What follows belongs to an exercise in optimizing a design on an open flow for small area, a short achievable clock period and few clock cycles per item; a production flow would make more cautious choices.
No functional check of the RTL was part of any run shown here.

## flow/design.v (module list and top-level ports; edited modules follow where they fit)
// module gst_ecc: 955 lines
module gst_ecc (
    input  wire        clk,
    input  wire        rst,
    input  wire        req_valid,
    output wire        req_ready,
    input  wire [1:0]  req_op,        
    input  wire [33:0] req_addr,      
    input  wire [31:0] req_origin,
    input  wire [79:0] req_cw,        
    input  wire [63:0] req_wdata,     
    input  wire [7:0]  req_wmask,     
    output reg         rsp_valid,
    input  wire        rsp_ready,
    output wire [63:0] rsp_data,
    output wire        rsp_wr,
    output wire [79:0] rsp_cw,
    output wire [1:0]  rsp_weight,    
    output wire        rsp_poison,
    input  wire        stat_clr,      
    input  wire [1:0]  log_clr,       
    output wire [63:0] eccstat,
    output wire [63:0] ecclog,
    output wire [31:0] eccorg
);
  // ...
==> flow/flow/run.sh <==
#!/bin/bash
# The standard layout, with the ports buffered by the smallest buffer
# (sky130_fd_sc_hd__buf_1) instead of the default delay buffer, and timing
# repair aiming 12 ns below the clock period.
set -euo pipefail
bash standard.sh "BUFFER_PORTS_ARGS=-buffer_cell sky130_fd_sc_hd__buf_1" SETUP_SLACK_MARGIN=12 finish > standard_flow.log 2>&1
==> flow/standard.sh <==
#!/bin/bash
# synth_recipe.tcl (not shown) runs the flow's synth.tcl, then flattens the netlist and writes it again
# the make line also repeats each setting of config.mk as NAME=value (left out here)
make -C /OpenROAD-flow-scripts/flow DESIGN_CONFIG=/design/flow/config.mk WORK_HOME=/design/flow/orfs CLKGATE_MAP_FILE= SYNTH_SCRIPT=/design/flow/synth_recipe.tcl "${@:-finish}"
==> flow/config.mk <==
export PLATFORM = sky130hd
export DESIGN_NAME = gst_ecc
export DESIGN_NICKNAME = gst_ecc
export VERILOG_FILES = /design/flow/design.v
export SDC_FILE = /design/flow/constraint.sdc
export NUM_CORES = 4
export LEC_CHECK = 0
export CAP_MARGIN = 20
export CORE_MARGIN = 2
export CORE_UTILIZATION = 40
export SLEW_MARGIN = 20
==> flow/constraint.sdc <==
create_clock -name core_clock -period 25.0 [get_ports {clk}]
set_input_delay 5.0000 -clock core_clock [delete_from_list [all_inputs] [get_ports {clk}]]
set_output_delay 5.0000 -clock core_clock [all_outputs]
set_load 0.01 [all_outputs]
==> results.json, run 1 <==
{
  "synth_xor_area_frac": 0.330,
  "min_to": "log_addr[4]",
  "fin_crit_sh": 0.512,
  "setup_tns_ps": 0,
  "taps": 773,
  "grt_pass1_vias": 19200,
  "multi_input_area_share": 0.554,
  "synthTopCellsByCount": "xnor2_1 (438), nand2_1 (320), nor2_1 (230)",
  "final_cell_mix": "buf_1 (511), xnor2_1 (434), nand2_1 (320), nor2_1 (229), xor2_1 (162)",
  "ys.flop_type": "edfxtp_1",
  "crit_top_cell": "xnor2_1",
  "largest_class": "multi-input gates",
  "top_usage_layer": "met2",
  "fin_hold_ws_ps": 452,
  "drc": 0,
  "dpl.cell_count": 3667,
  "finalCoreUtilization": 0.457,
  "setup.worst_path.end_class": "primary output",
  "yosys.area.top_type": "edfxtp_1",
  "clkCellAreaFrac": 0.0408,
  "timing.max_cap.violations": 0,
  "yosysMostFrequentCell": "xnor2_1",
  "seqCellArea_um2": 7550,
  "endpoint": "rsp_cw[7]",
  "postCtsSetupRepairBufs": 0,
  "cts-resized-gates": 0,
  "outcome": "complete, no violations",
  "dr_total_vias": 20400
}
==> run 2: changes to the inputs <==
==> flow/flow/run.sh (replaced) <==
#!/bin/bash
# The standard layout, with the ports buffered by the smallest buffer
# (sky130_fd_sc_hd__buf_1) instead of the default delay buffer, and timing
# repair aiming 14 ns below the clock period.
set -euo pipefail
bash standard.sh "BUFFER_PORTS_ARGS=-buffer_cell sky130_fd_sc_hd__buf_1" SETUP_SLACK_MARGIN=14 finish > standard_flow.log 2>&1
==> run 2 against run 1 <==
  * Still clean
  * Global-route usage grew 2.0 points
  * Clock skew grew 1.6 ps
  * Critical path type unchanged
  * Critical endpoint is now rsp_cw[10]
  * Highest routed layer unchanged
==> results.json, run 2 <==
{
  "hold_depth": 2,
  "r2r_slack_ps": 19230,
  "reg2reg_depth": 24,
  "timing.fmax_mhz": 88.5,
  "clock_sinks": 297,
  "setup.worst_path.end_class": "primary output",
  "setup_viol": 0,
  "worstReg2RegStart": "q_s1[6]",
  "report.final.slew_viol_count": 0,
  "rows": 89,
  "hold_start": "log_addr[0]",
  "synth.area.top_cells": "edfxtp_1 (20%), xnor2_1 (16%), dfxtp_1 (12%), xnor3_1 (7.9%), xor2_1 (6.0%)",
  "cts_tree": "built",
  "final_layout_size_suffix_gt1_frac": 0.225,
  "start_util": 0.403,
  "yosysMostFrequentCell": "xnor2_1",
  "setup_tns_ps": 0,
  "fin_hold_ws_ps": 454,
  "gr-usage-met2": 0.500,
  "ctsHoldBuffers": 0,
  "place_congestion": 0.993,
  "nets": 3418,
  "cp_max_fo": 7,
  "path_delay_family": "XOR/XNOR gates",
  "synthCells": 2543,
  "antenna_left": 0,
  "finClkSkew_ps": 24.0,
  "hold_viol": 0,
  "synth.yosys.seq_area_share": 0.318,
  "layout_commonest_cell": "buf_1",
  "grt_overflow": 0,
  "yosysUniqueCellTypes": 89,
  "io_buffers": 512,
  "cp.arrival_ps": 6310,
  "path_clk_slew_ps": 60,
  "yosysWarningCount": 1,
  "final_cell_mix": "buf_1 (498), xnor2_1 (330), nand2_1 (315), nor2_1 (224), buf_4 (212)",
  "critical_path_class": "reg -> out",
  "regMostFlops": "q_x",
  "min_to": "log_addr[0]",
  "routed_wl_um": 101000,
  "required_ps": 20000,
  "critPathMaxStageDelay_ps": 540,
  "htreeDepth": 2,
  "num_io_pins": 537,
  "r2r_end": "ce1_cnt[27]",
  "drt_iter0_markers": 2531,
  "top_usage_layer": "met2",
  "critPathBufInv": 11,
  "antenna_found_initial": 22,
  "largest_reg_flops": 64,
  "start_kind": "register",
  "synth_edf_count": 160,
  "rsz0062_at_grt": "yes",
  "cts_root_buffer": "clkbuf_16",
  "grt_max_degree": 68,
  "yosys.area.top_type": "edfxtp_1",
  "grt_use_met1": 0.399,
  "grt_pass1_vias": 20700,
  "ys.flop_type": "edfxtp_1",
  "tightest_slew_ps": 1040,
  "die_y_um": 248,
  "dr_total_vias": 21900,
  "yosys_register_bits": 297,
  "clk_latency_ps": 550,
  "syn_area_per_cell_um2": 9.34,
  "cts_buffers": 35,
  "drc": 0,
  "cpMaxStageDelayCell": "xor3_2",
  "hp-class": "reg -> reg",
  "area_delta_synth_final_pct": 33.0,
  "crit_top_cell": "buf_6",
  "hpwlAfterDp_um": 76200,
  "die_w_um": 248,
  "synthTopCellsByCount": "xnor2_1 (438), nand2_1 (320), nor2_1 (230)",
  "async_flop_share": 0,
  "via_per_inst": 5.49,
  "yosys.area.top_type_share": 0.202,
  "clockBufferDepth": 3,
  "top_regs": "q_x (64), log_addr (34), q_addr (34)",
  "met3_usage": 0.0588,
  "dieArea_um2": 61400,
  "core_area_um2": 58900,
  "drtPass1Iterations": 6,
  "outcome": "complete, no violations",
  "syn_area_um2": 23800,
  "fin_crit_sh": 0.452,
  "grt_pass1_wl_um": 140000,
  "slew_headroom": 0.310,
  "routedWlPerCell_um": 25.3,
  "timing.max_cap.violations": 0,
  "timing.final.crit_period_ps": 11310,
  "grt_usage": 0.313
}
==> run 2: changes by cell type in the layout (fill, tap and decap cells not counted), moves of 14 or more <==
cell	change
buf_2	+14
xor2_2	+14
nor3_1	-34
nor3_4	+26
xnor2_1	-104
xnor3_2	+23
xor2_1	-34
xor2_4	+20
xnor2_2	+77
buf_4	+190
buf_6	+40
xnor2_4	+27
xnor3_1	-23
==> run 2: worst max path at each step <==
stage	start	to	slack, ps	cells after the start
after global routing	q_s1[6]	rsp_cw[10]	13580	26
after floorplan	rsp_ready	req_ready	13820	1
final	q_s1[6]	rsp_cw[10]	13700	28
after global placement	q_s1[6]	rsp_cw[7]	12670	20
after CTS	q_s1[6]	rsp_cw[2]	13880	26
after detailed placement	q_s1[6]	rsp_cw[7]	12600	20
==> run 2: metrics by stage <==
stage                      util  setup WS (ps)  cell area [µm²]  cells
final                     0.536          13700            31600   3993
after global routing      0.536          13580            31600   3988
after CTS                 0.510          13880            30000   3898
after detailed placement  0.437          12600            25800   3671
after global placement    0.437          12670            25800   3671
after floorplan               -          13820            23900   2566
==> run 2: routing by layer <==
layer  up-vias  part of all wire
met5         -           0.00087
met4        14             0.062
met3       281             0.089
met2      1250              0.46
met1     10600              0.38
li1       9791                 -
==> run 2: repair_timing <==
action                     4_1_cts  5_1_grt
pin swaps                      118      112
resized for setup              282      146
cloned                           4        2
setup buffers                  159       79
setup endpoints to repair       84       21
==> run 2: layout make-up <==
class,count,area (µm²)
diodes,14,35.0
clock buffers,45,945
clock inverters,19,254
fillers,5282,27300
inverters,73,292
multi-input cells,1990,17200
flip-flops and latches,297,7550
well taps,773,967
repair buffers,782,4350
==> run 2: cells by family (layout without fill, tap and decap cells) <==
group                      Yosys count  in the layout  synth area share
xor gates and xnor gates           720            720             0.330
buffers and inverters              279            919            0.0620
AOI/OAI and AO/OA                  292            292            0.0825
muxes                               77             77            0.0359
other                                1             38          0.000158
adders and majority gates           13             13           0.00674
and+or+nand+nor                    864            864             0.165
DFF                                297            297             0.318
==> run 2: worst reg2reg max path, cell delays in order, from the launching register on <==
cell and delay (ps):
edfxtp_1 470, buf_4 180, buf_6 120, nand2_4 90, xnor2_4 120, xor3_2 540, xnor2_4 250, inv_4 90
buf_6 130, ha_4 160, mux2i_4 160, a2111oi_4 90, a31oi_1 210, a32oi_2 180, buf_6 180, buf_4 160
o31ai_4 360, buf_4 210, nand2_1 70, nor2_1 600, and4_1 360, nor2b_1 420, nor2b_1 240, xnor2_1 150
nor2_1 70

-- what the ideal ports hide --
The flow's constraints put no driver on any port. The routed layouts listed below were extracted and timed again, unchanged, in two steps.
Step 1 assumes that a clkbuf_16 drives the clock port and a buf_2 every other input.
Step 2 times the ports against the registers' clock, not the clock port: input delays grow and output delays shrink by t, the midpoint of the rising clock arrivals with the driver on.
Slacks: ideal ports / drivers / drivers and shift; pairs: ideal ports / drivers.
run	t, ns	setup slack, ns	latest minus earliest clock arrival (ns)	slew at the worst register clock pin (ns)
run 1	0.611	12.200 / 12.139 / 12.750	0.028 / 0.029	0.06 / 0.06
run 2	0.597	13.695 / 13.638 / 13.650	0.027 / 0.028	0.07 / 0.07
After both steps setup and hold are still met in every run listed. For run 2, which loses most, drivers alone change the setup slack by -0.057 ns; drivers and shift together by -0.045 ns.
